Context: an optimization exercise on an open-source flow, tuned for small area, a short achievable clock period and few clock cycles per item. The choices shown serve that exercise and are no tape-out recipe.
Only the layout flow was run in this run; the RTL was not checked for function there.

### flow/flow/run.sh
#!/bin/bash
# Layout flow: the standard flow (standard.sh, unchanged synthesis), with
# plain buf_1 cells as the port buffers instead of the flow's default choice,
# a clock tree of clkbuf_8 cells without dummy loads, and timing repair asked
# for a setup margin (the SDC is unchanged).
set -euo pipefail
bash standard.sh "BUFFER_PORTS_ARGS=-buffer_cell sky130_fd_sc_hd__buf_1" "SETUP_SLACK_MARGIN=10.5" \
  "CTS_ARGS=-sink_clustering_enable -repair_clock_nets -dont_use_dummy_load -buf_list sky130_fd_sc_hd__clkbuf_8" \
  finish > make_finish.log 2>&1
### flow/standard.sh
#!/bin/bash
# synth_recipe.tcl (not shown) runs the flow's synth.tcl, then flattens the netlist and writes it again
# the make line also repeats each setting of config.mk as NAME=value (left out here)
make -C /OpenROAD-flow-scripts/flow DESIGN_CONFIG=/design/flow/config.mk WORK_HOME=/design/flow/orfs CLKGATE_MAP_FILE= SYNTH_SCRIPT=/design/flow/synth_recipe.tcl "${@:-finish}"
### flow/config.mk
export PLATFORM = sky130hd
export DESIGN_NAME = aes_enc
export DESIGN_NICKNAME = aes_enc
export VERILOG_FILES = /design/flow/design.v
export SDC_FILE = /design/flow/constraint.sdc
export NUM_CORES = 8
export LEC_CHECK = 0
export CAP_MARGIN = 20
export CORE_MARGIN = 2
export CORE_UTILIZATION = 45
export PLACE_DENSITY = 0.6
export SLEW_MARGIN = 20
export SYNTH_HIERARCHICAL = 1
### flow/constraint.sdc
create_clock -name core_clock -period 15.0 [get_ports {clk}]
set_input_delay 3.0000 -clock core_clock [delete_from_list [all_inputs] [get_ports {clk}]]
set_output_delay 3.0000 -clock core_clock [all_outputs]
set_load 0.01 [all_outputs]
### flow/design.v
module aes_sbox (input wire [7:0] x, output wire [7:0] y);
    wire _000_, _001_, _002_, _003_, _004_, _005_, _006_, _007_, _008_, _009_, _010_, _011_, _012_, _013_, _014_, _015_;
    wire _016_, _017_, _018_, _019_, _020_, _021_, _022_, _023_, _024_, _025_, _026_, _027_, _028_, _029_, _030_, _031_;
    wire _032_, _033_, _034_, _035_, _036_, _037_, _038_, _039_, _040_, _041_, _042_, _043_, _044_, _045_, _046_, _047_;
    wire _048_, _049_, _050_, _051_, _052_, _053_, _054_, _055_, _056_, _057_, _058_, _059_, _060_, _061_, _062_, _063_;
    wire _064_, _065_, _066_, _067_, _068_, _069_, _070_, _071_, _072_, _073_, _074_, _075_, _076_, _077_, _078_, _079_;
    wire _080_, _081_, _082_, _083_, _084_, _085_, _086_, _087_, _088_, _089_, _090_, _091_, _092_, _093_, _094_, _095_;
    wire _096_, _097_, _098_, _099_, _100_, _101_, _102_, _103_, _104_, _105_, _106_, _107_, _108_, _109_, _110_, _111_;
    wire _112_, _113_, _114_, _115_, _116_, _117_, _118_, _119_, _120_, _121_, _122_, _123_, _124_, _125_, _126_, _127_;
    wire _128_, _129_, _130_, _131_, _132_, _133_, _134_, _135_, _136_, _137_, _138_, _139_, _140_, _141_, _142_, _143_;
    wire _144_, _145_, _146_, _147_, _148_, _149_, _150_, _151_, _152_, _153_, _154_, _155_, _156_, _157_, _158_, _159_;
    wire _160_, _161_, _162_, _163_, _164_, _165_, _166_, _167_, _168_, _169_, _170_;
    aes_g_nand2b g_171_ (.A_N(x[3]), .B(x[1]), .Y(_068_));
    aes_g_inv g_172_ (.A(x[1]), .Y(_077_));
    aes_g_nand2 g_173_ (.A(_077_), .B(x[3]), .Y(_086_));
    aes_g_nand2 g_174_ (.A(_086_), .B(_068_), .Y(_091_));
    aes_g_inv g_175_ (.A(x[2]), .Y(_092_));
    aes_g_inv g_176_ (.A(x[5]), .Y(_093_));
    aes_g_nand2 g_177_ (.A(_092_), .B(_093_), .Y(_094_));
    aes_g_nand2 g_178_ (.A(x[2]), .B(x[5]), .Y(_095_));
    aes_g_nand2 g_179_ (.A(_094_), .B(_095_), .Y(_096_));
    aes_g_xnor2 g_180_ (.A(_091_), .B(_096_), .Y(_097_));
    aes_g_xnor2 g_181_ (.A(x[2]), .B(x[7]), .Y(_098_));
    aes_g_inv g_182_ (.A(_098_), .Y(_099_));
    aes_g_inv g_183_ (.A(x[6]), .Y(_100_));
    aes_g_nand2 g_184_ (.A(_100_), .B(x[5]), .Y(_101_));
    aes_g_nand2 g_185_ (.A(_093_), .B(x[6]), .Y(_102_));
    aes_g_nand2 g_186_ (.A(_101_), .B(_102_), .Y(_103_));
    aes_g_inv g_187_ (.A(_103_), .Y(_104_));
    aes_g_nand2 g_188_ (.A(_104_), .B(x[0]), .Y(_105_));
    aes_g_nand2b g_189_ (.A_N(x[0]), .B(_103_), .Y(_106_));
    aes_g_nand2 g_190_ (.A(_105_), .B(_106_), .Y(_107_));
    aes_g_nand2 g_191_ (.A(_107_), .B(_077_), .Y(_108_));
    aes_g_inv g_192_ (.A(_107_), .Y(_109_));
    aes_g_nand2 g_193_ (.A(_109_), .B(x[1]), .Y(_110_));
    aes_g_nand2 g_194_ (.A(_110_), .B(_108_), .Y(_111_));
    aes_g_xor2 g_195_ (.A(_099_), .B(_111_), .X(_112_));
    aes_g_inv g_196_ (.A(_112_), .Y(_113_));
    aes_g_inv g_197_ (.A(x[7]), .Y(_114_));
    aes_g_nand2b g_198_ (.A_N(x[4]), .B(_114_), .Y(_115_));
    aes_g_nand2 g_199_ (.A(x[4]), .B(x[7]), .Y(_116_));
    aes_g_nand2 g_200_ (.A(_115_), .B(_116_), .Y(_117_));
    aes_g_inv g_201_ (.A(_117_), .Y(_118_));
    aes_g_nand2 g_202_ (.A(_118_), .B(_091_), .Y(_119_));
    aes_g_nand3 g_203_ (.A(_117_), .B(_068_), .C(_086_), .Y(_120_));
    aes_g_nand2 g_204_ (.A(_119_), .B(_120_), .Y(_121_));
    aes_g_xor2 g_205_ (.A(x[0]), .B(_121_), .X(_122_));
    aes_g_xnor2 g_206_ (.A(x[2]), .B(x[6]), .Y(_123_));
    aes_g_xnor2 g_207_ (.A(_091_), .B(_123_), .Y(_124_));
    aes_g_nand2 g_208_ (.A(_124_), .B(_118_), .Y(_125_));
    aes_g_xnor2 g_209_ (.A(x[2]), .B(x[4]), .Y(_126_));
    aes_g_inv g_210_ (.A(_126_), .Y(_127_));
    aes_g_xor2 g_211_ (.A(_096_), .B(_117_), .X(_128_));
    aes_g_nand2 g_212_ (.A(_128_), .B(_127_), .Y(_129_));
    aes_g_nand2 g_213_ (.A(_125_), .B(_129_), .Y(_130_));
    aes_g_xor2 g_214_ (.A(_104_), .B(_121_), .X(_131_));
    aes_g_nor2 g_215_ (.A(_099_), .B(_131_), .Y(_132_));
    aes_g_inv g_216_ (.A(_132_), .Y(_133_));
    aes_g_o21ai g_217_ (.A1(_125_), .A2(_133_), .B1(_130_), .Y(_134_));
    aes_g_inv g_218_ (.A(_121_), .Y(_135_));
    aes_g_nand2 g_219_ (.A(_114_), .B(_077_), .Y(_136_));
    aes_g_nand2 g_220_ (.A(x[7]), .B(x[1]), .Y(_137_));
    aes_g_nand2 g_221_ (.A(_136_), .B(_137_), .Y(_138_));
    aes_g_inv g_222_ (.A(_138_), .Y(_139_));
    aes_g_nand2 g_223_ (.A(_139_), .B(_126_), .Y(_140_));
    aes_g_nand2 g_224_ (.A(_127_), .B(_138_), .Y(_141_));
    aes_g_nand3 g_225_ (.A(_135_), .B(_140_), .C(_141_), .Y(_142_));
    aes_g_xor2 g_226_ (.A(_123_), .B(_142_), .X(_143_));
    aes_g_xor2 g_227_ (.A(_143_), .B(_134_), .X(_144_));
    aes_g_o21ai g_228_ (.A1(_113_), .A2(_122_), .B1(_144_), .Y(_145_));
    aes_g_or3 g_229_ (.A(_113_), .B(_122_), .C(_144_), .X(_146_));
    aes_g_nand2 g_230_ (.A(_146_), .B(_145_), .Y(_147_));
    aes_g_inv g_231_ (.A(_147_), .Y(_148_));
    aes_g_nand2 g_232_ (.A(_131_), .B(_099_), .Y(_149_));
    aes_g_xor2 g_233_ (.A(_125_), .B(_149_), .X(_150_));
    aes_g_nand2 g_234_ (.A(_141_), .B(_140_), .Y(_151_));
    aes_g_nand2 g_235_ (.A(_135_), .B(_151_), .Y(_152_));
    aes_g_xor2 g_236_ (.A(x[4]), .B(_107_), .X(_153_));
    aes_g_nand2 g_237_ (.A(_153_), .B(x[0]), .Y(_154_));
    aes_g_xor2 g_238_ (.A(_152_), .B(_154_), .X(_155_));
    aes_g_nand2 g_239_ (.A(_133_), .B(_149_), .Y(_156_));
    aes_g_inv g_240_ (.A(_156_), .Y(_157_));
    aes_g_xor2 g_241_ (.A(_157_), .B(_155_), .X(_158_));
    aes_g_xor2 g_242_ (.A(_150_), .B(_158_), .X(_159_));
    aes_g_nor2 g_243_ (.A(_159_), .B(_148_), .Y(_160_));
    aes_g_nor2 g_244_ (.A(_139_), .B(_097_), .Y(_161_));
    aes_g_xnor2 g_245_ (.A(_108_), .B(_161_), .Y(_162_));
    aes_g_xnor2 g_246_ (.A(_162_), .B(_134_), .Y(_163_));
    aes_g_xor2 g_247_ (.A(x[7]), .B(_097_), .X(_164_));
    aes_g_nand2 g_248_ (.A(_097_), .B(_139_), .Y(_165_));
    aes_g_nand2 g_249_ (.A(_109_), .B(x[7]), .Y(_166_));
    aes_g_nand2 g_250_ (.A(_107_), .B(_114_), .Y(_167_));
    aes_g_and2 g_251_ (.A(_166_), .B(_167_), .X(_168_));
    aes_g_inv g_252_ (.A(_168_), .Y(_169_));
    aes_g_xnor2 g_253_ (.A(_107_), .B(_097_), .Y(_170_));
    aes_g_inv g_254_ (.A(_170_), .Y(_000_));
    aes_g_nand2 g_255_ (.A(_169_), .B(_000_), .Y(_001_));
    aes_g_xor2 g_256_ (.A(_165_), .B(_001_), .X(_002_));
    aes_g_xor2 g_257_ (.A(_150_), .B(_002_), .X(_003_));
    aes_g_nand2 g_258_ (.A(_003_), .B(_164_), .Y(_004_));
    aes_g_or2 g_259_ (.A(_164_), .B(_003_), .X(_005_));
    aes_g_nand2 g_260_ (.A(_005_), .B(_004_), .Y(_006_));
    aes_g_inv g_261_ (.A(_006_), .Y(_007_));
    aes_g_nor2 g_262_ (.A(_159_), .B(_007_), .Y(_008_));
    aes_g_o21ai g_263_ (.A1(_147_), .A2(_163_), .B1(_008_), .Y(_009_));
    aes_g_inv g_264_ (.A(_159_), .Y(_010_));
    aes_g_inv g_265_ (.A(_163_), .Y(_011_));
    aes_g_nor2 g_266_ (.A(_011_), .B(_147_), .Y(_012_));
    aes_g_inv g_267_ (.A(_012_), .Y(_013_));
    aes_g_o211ai g_268_ (.A1(_147_), .A2(_010_), .B1(_007_), .C1(_013_), .Y(_014_));
    aes_g_o22ai g_269_ (.A1(_159_), .A2(_007_), .B1(_012_), .B2(_160_), .Y(_015_));
    aes_g_nand2 g_270_ (.A(_008_), .B(_013_), .Y(_016_));
    aes_g_nand2 g_271_ (.A(_016_), .B(_015_), .Y(_017_));
    aes_g_inv g_272_ (.A(_017_), .Y(_018_));
    aes_g_a31oi g_273_ (.A1(_018_), .A2(_009_), .A3(_014_), .B1(_160_), .Y(_019_));
    aes_g_nand2 g_274_ (.A(_019_), .B(_097_), .Y(_020_));
    aes_g_nand2 g_275_ (.A(_009_), .B(_014_), .Y(_021_));
    aes_g_inv g_276_ (.A(_021_), .Y(_022_));
    aes_g_o21ai g_277_ (.A1(_147_), .A2(_007_), .B1(_011_), .Y(_023_));
    aes_g_nand2 g_278_ (.A(_023_), .B(_159_), .Y(_024_));
    aes_g_nand2 g_279_ (.A(_024_), .B(_009_), .Y(_025_));
    aes_g_inv g_280_ (.A(_025_), .Y(_026_));
    aes_g_nand2 g_281_ (.A(_026_), .B(_022_), .Y(_027_));
    aes_g_nand2 g_282_ (.A(_025_), .B(_021_), .Y(_028_));
    aes_g_nand2 g_283_ (.A(_027_), .B(_028_), .Y(_029_));
    aes_g_nor2 g_284_ (.A(_163_), .B(_148_), .Y(_030_));
    aes_g_o21ai g_285_ (.A1(_163_), .A2(_010_), .B1(_006_), .Y(_031_));
    aes_g_xnor2 g_286_ (.A(_030_), .B(_031_), .Y(_032_));
    aes_g_xor2 g_287_ (.A(_017_), .B(_032_), .X(_033_));
    aes_g_xnor2 g_288_ (.A(_029_), .B(_033_), .Y(_034_));
    aes_g_nand2 g_289_ (.A(_034_), .B(_127_), .Y(_035_));
    aes_g_nor2 g_290_ (.A(_117_), .B(_029_), .Y(_036_));
    aes_g_inv g_291_ (.A(_036_), .Y(_037_));
    aes_g_xor2 g_292_ (.A(_037_), .B(_035_), .X(_038_));
    aes_g_xnor2 g_293_ (.A(_020_), .B(_038_), .Y(_039_));
    aes_g_nand2 g_294_ (.A(_026_), .B(x[0]), .Y(_040_));
    aes_g_xor2 g_295_ (.A(_032_), .B(_025_), .X(_041_));
    aes_g_nand2 g_296_ (.A(_041_), .B(_135_), .Y(_042_));
    aes_g_xnor2 g_297_ (.A(_040_), .B(_042_), .Y(_043_));
    aes_g_nand2 g_298_ (.A(_019_), .B(_139_), .Y(_044_));
    aes_g_nand2 g_299_ (.A(_018_), .B(_111_), .Y(_045_));
    aes_g_nand2 g_300_ (.A(_022_), .B(_000_), .Y(_046_));
    aes_g_xor2 g_301_ (.A(_045_), .B(_046_), .X(_047_));
    aes_g_xnor2 g_302_ (.A(_044_), .B(_047_), .Y(_048_));
    aes_g_xor2 g_303_ (.A(_043_), .B(_048_), .X(_049_));
    aes_g_xor2 g_304_ (.A(_049_), .B(_039_), .X(y[0]));
    aes_g_nand2 g_305_ (.A(_034_), .B(_128_), .Y(_050_));
    aes_g_nand2 g_306_ (.A(_033_), .B(_131_), .Y(_051_));
    aes_g_xor2 g_307_ (.A(_044_), .B(_051_), .X(_052_));
    aes_g_xor2 g_308_ (.A(_052_), .B(_050_), .X(_053_));
    aes_g_nor2 g_309_ (.A(_109_), .B(_017_), .Y(_054_));
    aes_g_inv g_310_ (.A(_054_), .Y(_055_));
    aes_g_xor2 g_311_ (.A(_055_), .B(_047_), .X(_056_));
    aes_g_xor2 g_312_ (.A(_056_), .B(_038_), .X(_057_));
    aes_g_xnor2 g_313_ (.A(_053_), .B(_057_), .Y(y[1]));
    aes_g_nand2 g_314_ (.A(_022_), .B(_169_), .Y(_058_));
    aes_g_xor2 g_315_ (.A(_058_), .B(_043_), .X(_059_));
    aes_g_nand2 g_316_ (.A(_026_), .B(_153_), .Y(_060_));
    aes_g_nor2 g_317_ (.A(_113_), .B(_032_), .Y(_061_));
    aes_g_nand2 g_318_ (.A(_055_), .B(_061_), .Y(_062_));
    aes_g_o21ai g_319_ (.A1(_113_), .A2(_032_), .B1(_054_), .Y(_063_));
    aes_g_nand2 g_320_ (.A(_062_), .B(_063_), .Y(_064_));
    aes_g_xor2 g_321_ (.A(_060_), .B(_064_), .X(_065_));
    aes_g_xor2 g_322_ (.A(_065_), .B(_059_), .X(_066_));
    aes_g_xor2 g_323_ (.A(_053_), .B(_039_), .X(_067_));
    aes_g_xor2 g_324_ (.A(_066_), .B(_067_), .X(y[2]));
    aes_g_xnor2 g_325_ (.A(_046_), .B(_040_), .Y(_069_));
    aes_g_nand2 g_326_ (.A(_041_), .B(_151_), .Y(_070_));
    aes_g_nor2 g_327_ (.A(_122_), .B(_032_), .Y(_071_));
    aes_g_xnor2 g_328_ (.A(_071_), .B(_070_), .Y(_072_));
    aes_g_xor2 g_329_ (.A(_069_), .B(_072_), .X(_073_));
    aes_g_inv g_330_ (.A(_064_), .Y(_074_));
    aes_g_xor2 g_331_ (.A(_074_), .B(_038_), .X(_075_));
    aes_g_xor2 g_332_ (.A(_073_), .B(_075_), .X(y[3]));
    aes_g_xor2 g_333_ (.A(_042_), .B(_072_), .X(_076_));
    aes_g_xor2 g_334_ (.A(_074_), .B(_076_), .X(_078_));
    aes_g_xor2 g_335_ (.A(_039_), .B(_078_), .X(y[4]));
    aes_g_nand2 g_336_ (.A(_033_), .B(_157_), .Y(_079_));
    aes_g_xor2 g_337_ (.A(_044_), .B(_079_), .X(_080_));
    aes_g_nand3 g_338_ (.A(_027_), .B(_124_), .C(_028_), .Y(_081_));
    aes_g_nand2 g_339_ (.A(_037_), .B(_081_), .Y(_082_));
    aes_g_nand2 g_340_ (.A(_082_), .B(_125_), .Y(_083_));
    aes_g_xor2 g_341_ (.A(_083_), .B(_080_), .X(_084_));
    aes_g_xor2 g_342_ (.A(_084_), .B(_059_), .X(y[5]));
    aes_g_xor2 g_343_ (.A(_061_), .B(_038_), .X(_085_));
    aes_g_xor2 g_344_ (.A(_081_), .B(_050_), .X(_087_));
    aes_g_xor2 g_345_ (.A(_087_), .B(_076_), .X(_088_));
    aes_g_xor2 g_346_ (.A(_085_), .B(_088_), .X(y[6]));
    aes_g_xor2 g_347_ (.A(_064_), .B(_070_), .X(_089_));
    aes_g_xor2 g_348_ (.A(_089_), .B(_087_), .X(_090_));
    aes_g_xnor2 g_349_ (.A(_090_), .B(_039_), .Y(y[7]));
endmodule
module aes_sbox_ni (input wire [7:0] x, output wire [7:0] y);
    wire _000_, _001_, _002_, _003_, _004_, _005_, _006_, _007_, _008_, _009_, _010_, _011_, _012_, _013_, _014_, _015_;
    wire _016_, _017_, _018_, _019_, _020_, _021_, _022_, _023_, _024_, _025_, _026_, _027_, _028_, _029_, _030_, _031_;
    wire _032_, _033_, _034_, _035_, _036_, _037_, _038_, _039_, _040_, _041_, _042_, _043_, _044_, _045_, _046_, _047_;
    wire _048_, _049_, _050_, _051_, _052_, _053_, _054_, _055_, _056_, _057_, _058_, _059_, _060_, _061_, _062_, _063_;
    wire _064_, _065_, _066_, _067_, _068_, _069_, _070_, _071_, _072_, _073_, _074_, _075_, _076_, _077_, _078_, _079_;
    wire _080_, _081_, _082_, _083_, _084_, _085_, _086_, _087_, _088_, _089_, _090_, _091_, _092_, _093_, _094_, _095_;
    wire _096_, _097_, _098_, _099_, _100_, _101_, _102_, _103_, _104_, _105_, _106_, _107_, _108_, _109_, _110_, _111_;
    wire _112_, _113_, _114_, _115_, _116_, _117_, _118_, _119_, _120_, _121_, _122_, _123_, _124_, _125_, _126_, _127_;
    wire _128_, _129_, _130_, _131_, _132_, _133_, _134_, _135_, _136_, _137_, _138_, _139_, _140_, _141_, _142_, _143_;
    wire _144_, _145_, _146_, _147_, _148_, _149_, _150_, _151_, _152_, _153_, _154_, _155_, _156_, _157_, _158_, _159_;
    aes_g_xnor2 g_160_ (.A(x[4]), .B(x[2]), .Y(_066_));
    aes_g_inv g_161_ (.A(_066_), .Y(_075_));
    aes_g_inv g_162_ (.A(x[4]), .Y(_079_));
    aes_g_nand2b g_163_ (.A_N(x[7]), .B(_079_), .Y(_080_));
    aes_g_nand2 g_164_ (.A(x[4]), .B(x[7]), .Y(_081_));
    aes_g_nand2 g_165_ (.A(_080_), .B(_081_), .Y(_082_));
    aes_g_inv g_166_ (.A(_082_), .Y(_083_));
    aes_g_nand2b g_167_ (.A_N(x[3]), .B(x[1]), .Y(_084_));
    aes_g_inv g_168_ (.A(x[1]), .Y(_085_));
    aes_g_nand2 g_169_ (.A(_085_), .B(x[3]), .Y(_086_));
    aes_g_nand2 g_170_ (.A(_086_), .B(_084_), .Y(_087_));
    aes_g_xnor2 g_171_ (.A(x[2]), .B(x[6]), .Y(_088_));
    aes_g_xnor2 g_172_ (.A(_087_), .B(_088_), .Y(_089_));
    aes_g_nand2 g_173_ (.A(_089_), .B(_083_), .Y(_090_));
    aes_g_inv g_174_ (.A(x[5]), .Y(_091_));
    aes_g_nand2b g_175_ (.A_N(x[2]), .B(_091_), .Y(_092_));
    aes_g_nand2 g_176_ (.A(x[2]), .B(x[5]), .Y(_093_));
    aes_g_nand2 g_177_ (.A(_092_), .B(_093_), .Y(_094_));
    aes_g_xor2 g_178_ (.A(_082_), .B(_094_), .X(_095_));
    aes_g_nand2 g_179_ (.A(_095_), .B(_075_), .Y(_096_));
    aes_g_xnor2 g_180_ (.A(_096_), .B(_090_), .Y(_097_));
    aes_g_inv g_181_ (.A(x[0]), .Y(_098_));
    aes_g_inv g_182_ (.A(x[6]), .Y(_099_));
    aes_g_nand2 g_183_ (.A(_099_), .B(x[5]), .Y(_100_));
    aes_g_nand2 g_184_ (.A(_091_), .B(x[6]), .Y(_101_));
    aes_g_nand2 g_185_ (.A(_100_), .B(_101_), .Y(_102_));
    aes_g_inv g_186_ (.A(_102_), .Y(_103_));
    aes_g_nand2 g_187_ (.A(_103_), .B(_098_), .Y(_104_));
    aes_g_nand2 g_188_ (.A(_102_), .B(x[0]), .Y(_105_));
    aes_g_nand2 g_189_ (.A(_104_), .B(_105_), .Y(_106_));
    aes_g_nand2 g_190_ (.A(_106_), .B(x[1]), .Y(_107_));
    aes_g_xnor2 g_191_ (.A(x[7]), .B(x[1]), .Y(_108_));
    aes_g_inv g_192_ (.A(_108_), .Y(_109_));
    aes_g_xnor2 g_193_ (.A(_087_), .B(_094_), .Y(_110_));
    aes_g_nor2 g_194_ (.A(_109_), .B(_110_), .Y(_111_));
    aes_g_xnor2 g_195_ (.A(_107_), .B(_111_), .Y(_112_));
    aes_g_xnor2 g_196_ (.A(_112_), .B(_097_), .Y(_113_));
    aes_g_nand2 g_197_ (.A(_083_), .B(_087_), .Y(_114_));
    aes_g_inv g_198_ (.A(_087_), .Y(_115_));
    aes_g_nand2 g_199_ (.A(_115_), .B(_082_), .Y(_116_));
    aes_g_nand2 g_200_ (.A(_114_), .B(_116_), .Y(_117_));
    aes_g_xor2 g_201_ (.A(_098_), .B(_117_), .X(_118_));
    aes_g_xnor2 g_202_ (.A(x[2]), .B(x[7]), .Y(_119_));
    aes_g_inv g_203_ (.A(_106_), .Y(_120_));
    aes_g_nand2 g_204_ (.A(_120_), .B(_085_), .Y(_121_));
    aes_g_nand2 g_205_ (.A(_121_), .B(_107_), .Y(_122_));
    aes_g_xor2 g_206_ (.A(_119_), .B(_122_), .X(_123_));
    aes_g_inv g_207_ (.A(_117_), .Y(_124_));
    aes_g_nand2 g_208_ (.A(_075_), .B(_108_), .Y(_125_));
    aes_g_nand2 g_209_ (.A(_109_), .B(_066_), .Y(_126_));
    aes_g_nand2 g_210_ (.A(_125_), .B(_126_), .Y(_127_));
    aes_g_inv g_211_ (.A(_127_), .Y(_128_));
    aes_g_nand2 g_212_ (.A(_128_), .B(_124_), .Y(_129_));
    aes_g_xor2 g_213_ (.A(_088_), .B(_129_), .X(_130_));
    aes_g_xor2 g_214_ (.A(_097_), .B(_130_), .X(_131_));
    aes_g_o21ai g_215_ (.A1(_118_), .A2(_123_), .B1(_131_), .Y(_132_));
    aes_g_or3 g_216_ (.A(_118_), .B(_123_), .C(_131_), .X(_133_));
    aes_g_nand2 g_217_ (.A(_133_), .B(_132_), .Y(_134_));
    aes_g_nand2 g_218_ (.A(_124_), .B(_127_), .Y(_135_));
    aes_g_xor2 g_219_ (.A(_079_), .B(_106_), .X(_136_));
    aes_g_nand2 g_220_ (.A(_136_), .B(_098_), .Y(_137_));
    aes_g_xor2 g_221_ (.A(_135_), .B(_137_), .X(_138_));
    aes_g_inv g_222_ (.A(_119_), .Y(_139_));
    aes_g_xor2 g_223_ (.A(_103_), .B(_117_), .X(_140_));
    aes_g_nor2 g_224_ (.A(_139_), .B(_140_), .Y(_141_));
    aes_g_xnor2 g_225_ (.A(_090_), .B(_141_), .Y(_142_));
    aes_g_xor2 g_226_ (.A(_138_), .B(_142_), .X(_143_));
    aes_g_nand2 g_227_ (.A(_110_), .B(_109_), .Y(_144_));
    aes_g_nand2 g_228_ (.A(_140_), .B(_139_), .Y(_145_));
    aes_g_xor2 g_229_ (.A(_090_), .B(_145_), .X(_146_));
    aes_g_xor2 g_230_ (.A(_106_), .B(_110_), .X(_147_));
    aes_g_xor2 g_231_ (.A(_082_), .B(_136_), .X(_148_));
    aes_g_nand2b g_232_ (.A_N(_147_), .B(_148_), .Y(_149_));
    aes_g_xor2 g_233_ (.A(_146_), .B(_149_), .X(_150_));
    aes_g_or2 g_234_ (.A(_144_), .B(_150_), .X(_151_));
    aes_g_nand2 g_235_ (.A(_150_), .B(_144_), .Y(_152_));
    aes_g_nand2 g_236_ (.A(_151_), .B(_152_), .Y(_153_));
    aes_g_inv g_237_ (.A(_153_), .Y(_154_));
    aes_g_o211ai g_238_ (.A1(_113_), .A2(_134_), .B1(_143_), .C1(_154_), .Y(_155_));
    aes_g_inv g_239_ (.A(_113_), .Y(_156_));
    aes_g_nor2 g_240_ (.A(_156_), .B(_143_), .Y(_157_));
    aes_g_nor3 g_241_ (.A(_134_), .B(_143_), .C(_153_), .Y(_158_));
    aes_g_nor2 g_242_ (.A(_157_), .B(_158_), .Y(_159_));
    aes_g_nand2 g_243_ (.A(_159_), .B(_155_), .Y(_000_));
    aes_g_inv g_244_ (.A(_134_), .Y(_001_));
    aes_g_nand2 g_245_ (.A(_001_), .B(_113_), .Y(_002_));
    aes_g_o211ai g_246_ (.A1(_134_), .A2(_143_), .B1(_153_), .C1(_002_), .Y(_003_));
    aes_g_nand2 g_247_ (.A(_155_), .B(_003_), .Y(_004_));
    aes_g_inv g_248_ (.A(_004_), .Y(_005_));
    aes_g_nand2 g_249_ (.A(_005_), .B(_000_), .Y(_006_));
    aes_g_o21ai g_250_ (.A1(_000_), .A2(_003_), .B1(_006_), .Y(_007_));
    aes_g_nand4 g_251_ (.A(_154_), .B(_156_), .C(_134_), .D(_143_), .Y(_008_));
    aes_g_o21ai g_252_ (.A1(_113_), .A2(_143_), .B1(_154_), .Y(_009_));
    aes_g_o21ai g_253_ (.A1(_113_), .A2(_001_), .B1(_009_), .Y(_010_));
    aes_g_nand2 g_254_ (.A(_010_), .B(_008_), .Y(_011_));
    aes_g_nand2 g_255_ (.A(_134_), .B(_143_), .Y(_012_));
    aes_g_nand2 g_256_ (.A(_154_), .B(_143_), .Y(_013_));
    aes_g_nand2 g_257_ (.A(_013_), .B(_002_), .Y(_014_));
    aes_g_o21ai g_258_ (.A1(_156_), .A2(_013_), .B1(_014_), .Y(_015_));
    aes_g_nand2 g_259_ (.A(_015_), .B(_012_), .Y(_016_));
    aes_g_inv g_260_ (.A(_016_), .Y(_017_));
    aes_g_nand2 g_261_ (.A(_017_), .B(_011_), .Y(_018_));
    aes_g_inv g_262_ (.A(_011_), .Y(_019_));
    aes_g_nand2 g_263_ (.A(_019_), .B(_016_), .Y(_020_));
    aes_g_nand2 g_264_ (.A(_018_), .B(_020_), .Y(_021_));
    aes_g_xnor2 g_265_ (.A(_007_), .B(_021_), .Y(_022_));
    aes_g_nand2 g_266_ (.A(_022_), .B(_075_), .Y(_023_));
    aes_g_nand2 g_267_ (.A(_007_), .B(_083_), .Y(_024_));
    aes_g_nand2 g_268_ (.A(_005_), .B(_015_), .Y(_025_));
    aes_g_nand3 g_269_ (.A(_025_), .B(_110_), .C(_012_), .Y(_026_));
    aes_g_xor2 g_270_ (.A(_026_), .B(_024_), .X(_027_));
    aes_g_xor2 g_271_ (.A(_027_), .B(_023_), .X(_028_));
    aes_g_inv g_272_ (.A(_000_), .Y(_029_));
    aes_g_nand2 g_273_ (.A(_029_), .B(_098_), .Y(_030_));
    aes_g_xnor2 g_274_ (.A(_000_), .B(_011_), .Y(_031_));
    aes_g_inv g_275_ (.A(_031_), .Y(_032_));
    aes_g_nor2 g_276_ (.A(_117_), .B(_032_), .Y(_033_));
    aes_g_xnor2 g_277_ (.A(_030_), .B(_033_), .Y(_034_));
    aes_g_and3 g_278_ (.A(_025_), .B(_109_), .C(_012_), .X(_035_));
    aes_g_inv g_279_ (.A(_035_), .Y(_036_));
    aes_g_nand2 g_280_ (.A(_017_), .B(_122_), .Y(_037_));
    aes_g_nand2 g_281_ (.A(_005_), .B(_147_), .Y(_038_));
    aes_g_xnor2 g_282_ (.A(_038_), .B(_037_), .Y(_039_));
    aes_g_xor2 g_283_ (.A(_036_), .B(_039_), .X(_040_));
    aes_g_xor2 g_284_ (.A(_034_), .B(_040_), .X(_041_));
    aes_g_xor2 g_285_ (.A(_028_), .B(_041_), .X(y[0]));
    aes_g_xor2 g_286_ (.A(_024_), .B(_023_), .X(_042_));
    aes_g_nand2 g_287_ (.A(_022_), .B(_095_), .Y(_043_));
    aes_g_nand3 g_288_ (.A(_018_), .B(_020_), .C(_140_), .Y(_044_));
    aes_g_xor2 g_289_ (.A(_036_), .B(_044_), .X(_045_));
    aes_g_xnor2 g_290_ (.A(_045_), .B(_043_), .Y(_046_));
    aes_g_nor2 g_291_ (.A(_120_), .B(_016_), .Y(_047_));
    aes_g_xor2 g_292_ (.A(_047_), .B(_039_), .X(_048_));
    aes_g_xor2 g_293_ (.A(_048_), .B(_046_), .X(_049_));
    aes_g_xor2 g_294_ (.A(_042_), .B(_049_), .X(y[1]));
    aes_g_nor2 g_295_ (.A(_148_), .B(_004_), .Y(_050_));
    aes_g_xor2 g_296_ (.A(_050_), .B(_034_), .X(_051_));
    aes_g_nand2 g_297_ (.A(_029_), .B(_136_), .Y(_052_));
    aes_g_nor2 g_298_ (.A(_123_), .B(_019_), .Y(_053_));
    aes_g_xor2 g_299_ (.A(_047_), .B(_053_), .X(_054_));
    aes_g_xor2 g_300_ (.A(_052_), .B(_054_), .X(_055_));
    aes_g_xor2 g_301_ (.A(_055_), .B(_051_), .X(_056_));
    aes_g_xor2 g_302_ (.A(_028_), .B(_046_), .X(_057_));
    aes_g_xor2 g_303_ (.A(_057_), .B(_056_), .X(y[2]));
    aes_g_nor2 g_304_ (.A(_128_), .B(_032_), .Y(_058_));
    aes_g_nor2 g_305_ (.A(_118_), .B(_019_), .Y(_059_));
    aes_g_xor2 g_306_ (.A(_059_), .B(_058_), .X(_060_));
    aes_g_xor2 g_307_ (.A(_038_), .B(_030_), .X(_061_));
    aes_g_xor2 g_308_ (.A(_061_), .B(_060_), .X(_062_));
    aes_g_xor2 g_309_ (.A(_054_), .B(_042_), .X(_063_));
    aes_g_xor2 g_310_ (.A(_062_), .B(_063_), .X(y[3]));
    aes_g_xnor2 g_311_ (.A(_033_), .B(_060_), .Y(_064_));
    aes_g_xor2 g_312_ (.A(_054_), .B(_028_), .X(_065_));
    aes_g_xor2 g_313_ (.A(_064_), .B(_065_), .X(y[4]));
    aes_g_nand2 g_314_ (.A(_007_), .B(_089_), .Y(_067_));
    aes_g_nand2 g_315_ (.A(_024_), .B(_067_), .Y(_068_));
    aes_g_nand2 g_316_ (.A(_068_), .B(_090_), .Y(_069_));
    aes_g_nor2 g_317_ (.A(_119_), .B(_021_), .Y(_070_));
    aes_g_xnor2 g_318_ (.A(_070_), .B(_069_), .Y(_071_));
    aes_g_xor2 g_319_ (.A(_045_), .B(_071_), .X(_072_));
    aes_g_xnor2 g_320_ (.A(_072_), .B(_051_), .Y(y[5]));
    aes_g_xor2 g_321_ (.A(_067_), .B(_043_), .X(_073_));
    aes_g_xor2 g_322_ (.A(_073_), .B(_064_), .X(_074_));
    aes_g_xor2 g_323_ (.A(_053_), .B(_042_), .X(_076_));
    aes_g_xor2 g_324_ (.A(_076_), .B(_074_), .X(y[6]));
    aes_g_xnor2 g_325_ (.A(_058_), .B(_054_), .Y(_077_));
    aes_g_xor2 g_326_ (.A(_077_), .B(_073_), .X(_078_));
    aes_g_xor2 g_327_ (.A(_028_), .B(_078_), .X(y[7]));
endmodule
module aes_g_a31oi (input wire A1, input wire A2, input wire A3, input wire B1, output wire Y);
    assign Y = (~A1&~B1) | (~A2&~B1) | (~A3&~B1);
endmodule
module aes_g_and2 (input wire A, input wire B, output wire X);
    assign X = (A&B);
endmodule
module aes_g_and3 (input wire A, input wire B, input wire C, output wire X);
    assign X = (A&B&C);
endmodule
module aes_g_inv (input wire A, output wire Y);
    assign Y = (~A);
endmodule
module aes_g_nand2 (input wire A, input wire B, output wire Y);
    assign Y = (~A) | (~B);
endmodule
module aes_g_nand2b (input wire A_N, input wire B, output wire Y);
    assign Y = (A_N) | (~B);
endmodule
module aes_g_nand3 (input wire A, input wire B, input wire C, output wire Y);
    assign Y = (~A) | (~B) | (~C);
endmodule
module aes_g_nand4 (input wire A, input wire B, input wire C, input wire D, output wire Y);
    assign Y = (~A) | (~B) | (~C) | (~D);
endmodule
module aes_g_nor2 (input wire A, input wire B, output wire Y);
    assign Y = (~A&~B);
endmodule
module aes_g_nor3 (input wire A, input wire B, input wire C, output wire Y);
    assign Y = (~A&~B&~C);
endmodule
module aes_g_o211ai (input wire A1, input wire A2, input wire B1, input wire C1, output wire Y);
    assign Y = (~A1&~A2) | (~B1) | (~C1);
endmodule
module aes_g_o21ai (input wire A1, input wire A2, input wire B1, output wire Y);
    assign Y = (~A1&~A2) | (~B1);
endmodule
module aes_g_o22ai (input wire A1, input wire A2, input wire B1, input wire B2, output wire Y);
    assign Y = (~B1&~B2) | (~A1&~A2);
endmodule
module aes_g_or2 (input wire A, input wire B, output wire X);
    assign X = (A) | (B);
endmodule
module aes_g_or3 (input wire A, input wire B, input wire C, output wire X);
    assign X = (A) | (B) | (C);
endmodule
module aes_g_xnor2 (input wire A, input wire B, output wire Y);
    assign Y = (~A&~B) | (A&B);
endmodule
module aes_g_xor2 (input wire A, input wire B, output wire X);
    assign X = (A&~B) | (~A&B);
endmodule
module aes_xor2_b  (input wire a, input wire b, output wire y); assign y = a ^ b;    endmodule
module aes_xnor2_b (input wire a, input wire b, output wire y); assign y = ~(a ^ b); endmodule
module aes_nand2_b (input wire a, input wire b, output wire y); assign y = ~(a & b); endmodule
module aes_nor2_b  (input wire a, input wire b, output wire y); assign y = ~(a | b); endmodule
module aes_inv_b   (input wire a, output wire y);               assign y = ~a;       endmodule
module aes_o22ai_b (input wire a1, input wire a2, input wire b1, input wire b2, output wire y);
    assign y = ~((a1 | a2) & (b1 | b2));
endmodule
module aes_a22o_b  (input wire a1, input wire a2, input wire b1, input wire b2, output wire y);
    assign y = (a1 & a2) | (b1 & b2);
endmodule
module aes_o21ai_b (input wire a1, input wire a2, input wire b1, output wire y);
    assign y = ~((a1 | a2) & b1);
endmodule
module aes_a222oi_b (input wire sa, input wire a, input wire sb, input wire b, input wire sc, input wire c,
                     output wire y);
    assign y = ~((sa & a) | (sb & b) | (sc & c));
endmodule
module aes_xor2 #(parameter W = 1) (input wire [W-1:0] a, input wire [W-1:0] b, output wire [W-1:0] y);
    genvar i;
    generate for (i = 0; i < W; i = i + 1) begin : g
        aes_xor2_b u (.a(a[i]), .b(b[i]), .y(y[i]));
    end endgenerate
endmodule
module aes_xnor2 #(parameter W = 1) (input wire [W-1:0] a, input wire [W-1:0] b, output wire [W-1:0] y);
    genvar i;
    generate for (i = 0; i < W; i = i + 1) begin : g
        aes_xnor2_b u (.a(a[i]), .b(b[i]), .y(y[i]));
    end endgenerate
endmodule
module aes_nand2 #(parameter W = 1) (input wire [W-1:0] a, input wire [W-1:0] b, output wire [W-1:0] y);
    genvar i;
    generate for (i = 0; i < W; i = i + 1) begin : g
        aes_nand2_b u (.a(a[i]), .b(b[i]), .y(y[i]));
    end endgenerate
endmodule
module aes_nor2 #(parameter W = 1) (input wire [W-1:0] a, input wire [W-1:0] b, output wire [W-1:0] y);
    genvar i;
    generate for (i = 0; i < W; i = i + 1) begin : g
        aes_nor2_b u (.a(a[i]), .b(b[i]), .y(y[i]));
    end endgenerate
endmodule
module aes_inv #(parameter W = 1) (input wire [W-1:0] a, output wire [W-1:0] y);
    genvar i;
    generate for (i = 0; i < W; i = i + 1) begin : g
        aes_inv_b u (.a(a[i]), .y(y[i]));
    end endgenerate
endmodule
module aes_o22ai #(parameter W = 1) (input wire [W-1:0] a, input wire sa, input wire [W-1:0] b, input wire sb,
                                     output wire [W-1:0] y);
    genvar i;
    generate for (i = 0; i < W; i = i + 1) begin : g
        aes_o22ai_b u (.a1(a[i]), .a2(sa), .b1(b[i]), .b2(sb), .y(y[i]));
    end endgenerate
endmodule
module aes_a222oi #(parameter W = 1) (input wire sa, input wire [W-1:0] a, input wire sb, input wire [W-1:0] b,
                                      input wire sc, input wire [W-1:0] c, output wire [W-1:0] y);
    genvar i;
    generate for (i = 0; i < W; i = i + 1) begin : g
        aes_a222oi_b u (.sa(sa), .a(a[i]), .sb(sb), .b(b[i]), .sc(sc), .c(c[i]), .y(y[i]));
    end endgenerate
endmodule
module aes_a22o #(parameter W = 1) (input wire sa, input wire [W-1:0] a, input wire sb, input wire [W-1:0] b,
                                    output wire [W-1:0] y);
    genvar i;
    generate for (i = 0; i < W; i = i + 1) begin : g
        aes_a22o_b u (.a1(sa), .a2(a[i]), .b1(sb), .b2(b[i]), .y(y[i]));
    end endgenerate
endmodule
module aes_o21ai #(parameter W = 1) (input wire s, input wire [W-1:0] a, input wire [W-1:0] b, output wire [W-1:0] y);
    genvar i;
    generate for (i = 0; i < W; i = i + 1) begin : g
        aes_o21ai_b u (.a1(s), .a2(a[i]), .b1(b[i]), .y(y[i]));
    end endgenerate
endmodule
module aes_enc (
    input  wire         clk,
    input  wire         rst,         
    input  wire         start,       
    input  wire [1:0]   key_len,     
    input  wire [255:0] key,         
    input  wire [127:0] din,         
    output wire         ready,       
    output reg          done,        
    output wire [127:0] dout
);
    reg        rdy;          
    reg        rsel, nrsel;  
    reg        xv, xm192, xm256, xr1;
    reg  [2:0] xkc;
    reg  [3:0] xcnt;
    reg  [7:0] xrcon;
    reg        yv, ym192, ym256, ylast;
    reg  [2:0] ykc;
    reg  [3:0] ycnt;
    reg  [7:0] yrcon;
    assign ready = rdy;
    function [2:0] kc_next;
        input [2:0] kc;
        input       m192, m256;
        kc_next = m192 ? ((kc == 3'd4) ? 3'd2 : (kc == 3'd2) ? 3'd0 : 3'd4) :
                  m256 ? (kc ^ 3'd4) : 3'd0;
    endfunction
    wire       xm192_d = rdy ? (key_len == 2'd1) : ym192;
    wire       xm256_d = rdy ? (key_len == 2'd2) : ym256;
    wire [2:0] xkc_d   = rdy ? ((key_len == 2'd0) ? 3'd0 : 3'd4) : kc_next(ykc, ym192, ym256);
    wire       xr1_d   = rdy;
    wire [7:0] xrcon_d = rdy ? 8'h01 : ym02 ? ({yrcon[6:0], 1'b0} ^ (yrcon[7] ? 8'h1b : 8'h00)) : yrcon;
    wire       kc0_d  = (xkc_d == 3'd0);
    wire       kc4_d  = (xkc_d == 3'd4);
    wire       p0_d   = kc0_d || (xm256_d && kc4_d && !xr1_d);   
    wire       p2_d   = xm192_d && kc4_d;                        
    wire       ik01_d = xr1_d && (xm256_d || xm192_d);           
    wire       ik23_d = xr1_d && xm256_d;                        
    wire [2:0] nkc_d  = kc_next(xkc_d, xm192_d, xm256_d);        
    reg kc0, p2, xrotw;
    reg sa01, sb01, sa23, sb23, sc;      
    reg c0, c1, c2, c3;                  
    reg xm01, xm23;                      
    reg xsna, xsnb, xsnc;                
    always @(posedge clk) begin
        kc0   <= kc0_d;
        p2    <= p2_d;
        xrotw <= kc0_d || p2_d;
        sa01  <= xm256_d || ik01_d;
        sb01  <= xm192_d && !ik01_d;
        sa23  <= xm256_d;
        sb23  <= xm192_d;
        sc    <= !xm192_d && !xm256_d;
        c0    <= !(p0_d || ik01_d);
        c1    <= !ik01_d;
        c2    <= !(p2_d || ik23_d);
        c3    <= !ik23_d;
        xm01  <= p0_d;
        xm23  <= p0_d || p2_d;
        xsna  <= (nkc_d == 3'd0);
        xsnb  <= xm256_d && (nkc_d == 3'd4);
        xsnc  <= xm192_d && (nkc_d == 3'd4);
    end
    reg ym02, m01, m23, sna, snb, snc;
    always @(posedge clk) begin
        ym02 <= xrotw;
        m01  <= xm01;
        m23  <= xm23;
        sna  <= xsna;
        snb  <= xsnb;
        snc  <= xsnc;
    end
    reg  [255:0] kw, km;             
    reg  [31:0]  sin, sw;
    wire [31:0]  K [0:7];
    genvar k;
    generate
        for (k = 0; k < 8; k = k + 1) begin : g_k
            assign K[k] = kw[255 - 32*k -: 32];
        end
    endgenerate
    wire [31:0] sw_d;
    aes_sbox u_ks0 (.x(sin[31:24]), .y(sw_d[31:24]));
    aes_sbox u_ks1 (.x(sin[23:16]), .y(sw_d[23:16]));
    aes_sbox u_ks2 (.x(sin[15:8]),  .y(sw_d[15:8]));
    aes_sbox u_ks3 (.x(sin[7:0]),   .y(sw_d[7:0]));
    wire [31:0] wold_n [0:3];
    aes_a222oi #(32) u_wo0 (.sa(sa01), .a(K[0]), .sb(sb01), .b(K[2]), .sc(sc), .c(K[4]), .y(wold_n[0]));
    aes_a222oi #(32) u_wo1 (.sa(sa01), .a(K[1]), .sb(sb01), .b(K[3]), .sc(sc), .c(K[5]), .y(wold_n[1]));
    aes_a222oi #(32) u_wo2 (.sa(sa23), .a(K[2]), .sb(sb23), .b(K[4]), .sc(sc), .c(K[6]), .y(wold_n[2]));
    aes_a222oi #(32) u_wo3 (.sa(sa23), .a(K[3]), .sb(sb23), .b(K[5]), .sc(sc), .c(K[7]), .y(wold_n[3]));
    wire [7:0] r0n = ~({8{kc0}} & xrcon);
    wire [7:0] r2n = ~({8{p2}} & xrcon);
    wire [31:0] A [0:3];
    wire [31:0] t0, t1, t2, t3;
    wire [7:0]  q0, q2;
    aes_nand2 #(32) u_t0  (.a({32{c0}}), .b(K[7]), .y(t0));
    aes_nand2 #(8)  u_q0  (.a(t0[31:24]), .b(r0n), .y(q0));
    aes_xnor2 #(8)  u_a0h (.a(wold_n[0][31:24]), .b(q0), .y(A[0][31:24]));
    aes_xor2  #(24) u_a0l (.a(wold_n[0][23:0]), .b(t0[23:0]), .y(A[0][23:0]));
    aes_nand2 #(32) u_t1  (.a({32{c1}}), .b(A[0]), .y(t1));
    aes_xor2  #(32) u_a1  (.a(wold_n[1]), .b(t1), .y(A[1]));
    aes_nand2 #(32) u_t2  (.a({32{c2}}), .b(A[1]), .y(t2));
    aes_nand2 #(8)  u_q2  (.a(t2[31:24]), .b(r2n), .y(q2));
    aes_xnor2 #(8)  u_a2h (.a(wold_n[2][31:24]), .b(q2), .y(A[2][31:24]));
    aes_xor2  #(24) u_a2l (.a(wold_n[2][23:0]), .b(t2[23:0]), .y(A[2][23:0]));
    aes_nand2 #(32) u_t3  (.a({32{c3}}), .b(A[2]), .y(t3));
    aes_xor2  #(32) u_a3  (.a(wold_n[3]), .b(t3), .y(A[3]));
    wire [31:0] g0, g2;
    wire [127:0] nw_n;
    aes_nand2 #(32) u_g0 (.a({32{m01}}), .b(sw), .y(g0));
    aes_nand2 #(32) u_g2 (.a({32{m23}}), .b(sw), .y(g2));
    wire [31:0] Am [0:3];
    assign Am[0] = km[255:224];
    assign Am[1] = km[223:192];
    assign Am[2] = km[191:160];
    assign Am[3] = km[159:128];
    aes_xor2  #(32) u_n0 (.a(Am[0]), .b(g0), .y(nw_n[127:96]));
    aes_xor2  #(32) u_n1 (.a(Am[1]), .b(g0), .y(nw_n[95:64]));
    aes_xor2  #(32) u_n2 (.a(Am[2]), .b(g2), .y(nw_n[63:32]));
    aes_xor2  #(32) u_n3 (.a(Am[3]), .b(g2), .y(nw_n[31:0]));
    wire [255:0] kw_d;
    wire [127:0] kh_n;
    aes_a22o  #(128) u_kwh (.sa(rsel), .a(key[127:0]), .sb(nrsel), .b(km[127:0]), .y(kw_d[255:128]));
    aes_nand2 #(128) u_khn (.a({128{rsel}}), .b(key[255:128]), .y(kh_n));
    aes_o21ai #(128) u_kwl (.s(rsel), .a(nw_n), .b(kh_n), .y(kw_d[127:0]));
    wire [31:0] k67, x237_n, nsin;
    aes_xor2  #(32) u_k67  (.a(km[63:32]), .b(km[31:0]), .y(k67));
    aes_xor2  #(32) u_x237 (.a(k67), .b(nw_n[31:0]), .y(x237_n));
    aes_a222oi #(32) u_nsin (.sa(sna), .a({nw_n[23:0], nw_n[31:24]}), .sb(snb), .b(nw_n[31:0]),
                             .sc(snc), .c({x237_n[23:0], x237_n[31:24]}), .y(nsin));
    wire [31:0] sin0 = (key_len == 2'd1) ? {key[87:64], key[95:88]} : {key[151:128], key[159:152]};
    wire [31:0] sin_d = rsel ? sin0 : nsin;
    reg  [127:0] xs_n, y;
    wire [127:0] y_d;
    genvar n;
    generate
        for (n = 0; n < 16; n = n + 1) begin : g_sb
            aes_sbox_ni u_sb (.x(xs_n[127 - 8*n -: 8]), .y(y_d[127 - 8*n -: 8]));
        end
    endgenerate
    wire [7:0] sr [0:15];
    generate
        for (n = 0; n < 16; n = n + 1) begin : g_sr
            assign sr[n] = y[127 - 8*(((n / 4 + n % 4) % 4) * 4 + n % 4) -: 8];
        end
    endgenerate
    wire [127:0] mc, srw;
    generate
        for (n = 0; n < 4; n = n + 1) begin : g_mc
            wire [31:0] s = {sr[4*n], sr[4*n + 1], sr[4*n + 2], sr[4*n + 3]};
            wire [31:0] u;           
            wire [31:0] w;           
            wire [11:0] h;           
            aes_xor2 #(32) u_u (.a(s), .b({s[23:0], s[31:24]}), .y(u));
            aes_xor2 #(32) u_w (.a({s[23:0], s[31:24]}), .b({u[15:0], u[31:16]}), .y(w));
            genvar i;
            for (i = 0; i < 4; i = i + 1) begin : g_i
                wire [7:0] ui = u[31 - 8*i -: 8];
                aes_xor2 #(3) u_h (.a({ui[0], ui[2], ui[3]}), .b({3{ui[7]}}), .y(h[3*i +: 3]));
                aes_xor2 #(8) u_m (.a(w[31 - 8*i -: 8]),
                                   .b({ui[6:4], h[3*i], h[3*i + 1], ui[1], h[3*i + 2], ui[7]}),
                                   .y(mc[127 - 32*n - 8*i -: 8]));
            end
            assign srw[127 - 32*n -: 32] = s;
        end
    endgenerate
    wire [127:0] xmc, dk, xs_d;
    aes_xnor2 #(128) u_xmc (.a(mc), .b(nw_n), .y(xmc));
    aes_xor2  #(128) u_dk  (.a(din), .b(key[255:128]), .y(dk));
    aes_o22ai #(128) u_xs  (.a(dk), .sa(nrsel), .b(xmc), .sb(rsel), .y(xs_d));
    reg  [127:0] dout_r;
    wire [127:0] dout_d;
    aes_xnor2 #(128) u_fin (.a(srw), .b(nw_n), .y(dout_d));
    assign dout = dout_r;
    always @(posedge clk) begin
        xs_n   <= xs_d;
        y      <= y_d;
        kw     <= kw_d;
        km     <= {A[0], A[1], A[2], A[3], kw[127:0]};
        sin    <= sin_d;
        sw     <= sw_d;
        dout_r <= dout_d;
    end
    wire       load    = start && rdy;
    wire       xv_d    = !rst && (load || (yv && !ylast));
    wire [3:0] xcnt_d  = rdy ? ((key_len == 2'd0) ? 4'd10 : (key_len == 2'd1) ? 4'd12 : 4'd14) :
                         ycnt - 4'd1;
    wire       rdy_d   = rst || ((!xv || xcnt == 4'd1) && (!xv_d || xcnt_d <= 4'd10));
    always @(posedge clk) begin
        xv    <= xv_d;
        xcnt  <= xcnt_d;
        xm192 <= xm192_d;
        xm256 <= xm256_d;
        xkc   <= xkc_d;
        xrcon <= xrcon_d;
        xr1   <= xr1_d;
        yv    <= !rst && xv;
        ym192 <= xm192;
        ym256 <= xm256;
        ykc   <= xkc;
        ycnt  <= xcnt;
        yrcon <= xrcon;
        ylast <= (xcnt == 4'd1);
        rdy   <= rdy_d;
        rsel  <= rdy_d;
        nrsel <= !rdy_d;
        done  <= !rst && yv && ylast;
    end
endmodule
==> results by group <==
Timing
  – Setup TNS: 0 ps
  – Hold Vio Cnt, Final: 0
  – Final setup violating endpoints: 0
  – Tcrit/Tclk final: 29.7%
  – Slew @ Worst Pin: 1300 ps
  – Worst Skew: 90.7 ps
  – Pins Over Slew Limit: 0
  – Minimum clock period: 4460 ps
  – Worst slew margin: 13.5%
  – RSZ-0062 raised after global routing: yes
  – Final Hold Slack: 324 ps
  – Maximum clock frequency: 224 MHz

Synth
  – Yosys reg bits: 1,021
  – Sequential-to-total area share from yosys stat: 35.8%
  – YS warnings: 7
  – Fraction of registers with async set/reset: 0%
  – Post-synth EDFFs: 0
  – Number of library cell types mapped by synthesis: 47
  – Post-Synthesis Cells: 6,661
  – Syn_area_per_cell: 8.57 um2
  – Cell area after synthesis: 57,100 um2
  – Ys flop type: dfxtp_1
  – Syn Nets: 7,051

Critical path
  – FF-to-FF setup slack: 10,710 ps
  – Critical Path End Type: output pin
  – Kind of critical path: register to output pin
  – Slowest CP cell: dfxtp_4
  – Delay-heaviest family, CP: flip-flops
  – CP cell instances: buf_6
  – Reg2Reg Launch Point: sin[23]$_DFF_P_
  – Critical path arrival: 1460 ps
  – Required @ worst endpoint: 12,000 ps
  – Crit path max fanout: 2
  – CP peak stage delay: 440 ps
  – Worst Setup SP: rsel$_DFF_P_
  – Crit path buf inv count: 1
  – Startpoint types: register

Clocking
  – Htree depth: 4
  – Root buffer cell: clkbuf_8
  – Clock slew at reported path FFs: 50 ps
  – CTS tree: yes
  – Clock Tree Buf Depth: 3
  – CTS sink count: 1,021
  – Cts hold-fix bufs: 0
  – Num CTS Buffers: 173
  – Worst-Skew Late Latency: 930 ps

Min path
  – Hold Crit Class: register to register
  – Hold Startpoint: xkc[0]$_DFF_P_

Die
  – CORE AREA: 126,000 um2
  – Initial Utilization: 45.4%
  – Die H: 360 um
  – Die Footprint: 130,000 um2
  – I/O pin total: 519
  – Core Rows: 130
  – Chip width: 360 um

Routing
  – Drt drc: 0
  – Via count: 48,700
  – Vias per std cell: 5.36
  – DRT iter0 DRCs: 5,565
  – Avg WL per Cell: 25.2 um
  – Drt first pass iters: 9
  – Total wire length: 229 mm
  – Post-route antenna net violation count: 0

GRT
  – Vias in the first global route: 46,600
  – First-pass GRT wire length: 319 mm
  – GRT overflow: 0
  – Initial antenna violation count: 22
  – GRT Total Usage: 34.0%
  – Largest net degree at the start of global routing: 148

Placement
  – Detailed Place HPWL: 181 mm
  – IO buf count: 518
  – GPL Wtd Cong: 1.00

Layout
  – Multi-input gate area: 35,600 um2
  – Fillers: 12,100
  – Layout area overhead: 13.8%
  – Layout cells sized above 1: 5.94%
  – Register area: 20,500 um2
  – Nets: 7,804

Run
  – Max Cap Viol: 0

Status
  – Status: timing/DRC/antenna clean
-- repair_timing --
| item | in CTS | in global routing |
|---|---|---|
| setup endpoints to repair | 9 | 112 |
| pin swaps | 0 | 17 |
| resized for setup | 11 | 114 |
| setup buffers | 3 | 12 |
-- routing by layer --
| layer | GRT usage [%] | wire length [um] |
|---|---|---|
| met2 | 52.9 | 100000 |
| met3 | 6.73 | 20900 |
| met1 | 45.2 | 96400 |
| met4 | 15.7 | 11400 |
| met5 | 0 | 64 |
-- cell usage in the layout, fill, tap and decap left out, types with 5 or more instances in the layout --
cell         n
dfxtp_2     11
buf_1      511
o22ai_1    132
inv_1      488
xnor2_1    632
nand2b_1    81
xnor2_2     12
xor2_1    1644
or2_1       20
dfxtp_1   1005
nor3_2      17
nor2_1     260
and3_1      16
a222oi_1   160
o21ai_1    229
nand3_1     46
buf_4       74
xor2_4       6
xor2_2      79
a22o_1     128
dfxtp_4      5
buf_2        6
nand4_1     16
or3_1       20
mux2i_1     38
diode_2      9
o211ai_2    36
clkbuf_8   173
nand2_1   1474
a21oi_1     40
a31oi_1      5
-- synth_stat cells, types with 4 or more instances --
master    count  area, um2
a21oi_1      40        200
a222oi_1    160       1600
a22o_1      128       1120
a31oi_1       5       31.3
and2_1        4       25.0
and3_1       16        100
buf_2         4       20.0
clkbuf_1      7       26.3
dfxtp_1    1021      20400
inv_1       488       1830
mux2i_1      38        380
nand2_1    1475       5540
nand2b_1     81        507
nand3_1      46        230
nand4_1      16        100
nor2_1      261        980
nor2b_1       4       25.0
nor3_2       17        170
o211ai_2     36        450
o21ai_0       4       20.0
o21ai_1     233       1170
o22ai_1     132        826
or2_1        20        125
or3_1        20        125
xnor2_1     648       5680
xor2_1     1729      15100
-- registers in the layout, indices dropped and copies added (netlist names), 3 cells and up --
register / flops
km: 256
kw: 256
dout_r: 128
xs_n: 128
y: 128
sin: 32
sw: 32
xrcon: 8
yrcon: 8
xcnt: 4
ycnt: 4
xkc: 3
ykc: 3
-- per-module statistics from Yosys, one instance, submodules excluded, a selection --
module / cells inside / copies in the design / cell area [um2]
aes_nand2_b: 1 / 336 / 3.75
aes_xor2_b: 1 / 864 / 8.76
aes_g_nor2: 1 / 216 / 3.75
aes_g_and2: 1 / 4 / 6.26
aes_g_nand4: 1 / 16 / 6.26
aes_g_inv: 1 / 480 / 3.75
-- cell type report --
class                           count  share of cell area, %
Timing Repair Buffer              595                   3.94
Inverter                          489                   2.83
Tap cell                         1650                   3.18
Sequential cell                  1021                   31.5
Antenna cell                        9                 0.0347
Multi-Input combinational cell   5134                   54.8
Clock buffer                      173                   3.66
-- metrics by stage --
| stage | std cells | setup slack [ps] | util [%] | instance area (um2) |
|---|---|---|---|---|
| 2_1_floorplan | 6661 | 9140 | - | 57100 |
| 3_3_place_gp | 8874 | 10300 | 49.0 | 61600 |
| 3_5_place_dp | 8874 | 10270 | 49.0 | 61600 |
| 5_1_grt | 9066 | 10410 | 51.7 | 65000 |
| 4_1_cts | 9050 | 10400 | 50.9 | 64000 |
| 6_report | 9071 | 10540 | 51.7 | 65000 |
-- logic make-up after synthesis --
kind of cell	Yosys count	share of synthesized area [%]
AND/OR/NAND/NOR	1970	14.0
AO/OA/AOI/OAI	748	9.66
buffers and inverters	506	3.38
flip-flops	1021	35.8
XOR/XNOR	2377	36.5
multiplexers	38	0.666
adder cells (fa/ha/maj)	1	0.0219
-- path summary, 6_finish.rpt --
| path | to | cells after the start |
|---|---|---|
| worst max-delay path | ready | 1 |
| worst min register to register | ykc[0]$_DFF_P_ | 0 |
| worst min-delay path | ykc[0]$_DFF_P_ | 0 |
| worst max register to register | sw[18]$_DFF_P_ | 21 |

==> re-timing with driven ports <==
The flow's constraints put no driver on any port. The routed layout listed below was extracted and timed again, unchanged, in two steps. Step 1 sets driving cells, clkbuf_16 on the clock port and buf_2 on the other inputs (assumed; they add their load-dependent delay and slew). Step 2, shift: input delay + t, output delay - t, t = (earliest + latest rising clock arrival at the registers) / 2. This alone moves slack from input paths to output paths. Three values: no drivers, after step 1, after step 2; two values: the first two.
t, ns: 0.970
setup slack, ns: 10.542 / 10.459 / 10.280
clock arrival spread, ns: 0.095 / 0.095
After both steps setup and hold are still met in this run. The setup slack of this run moves by -0.083 ns with the drivers and by -0.262 ns with both steps.
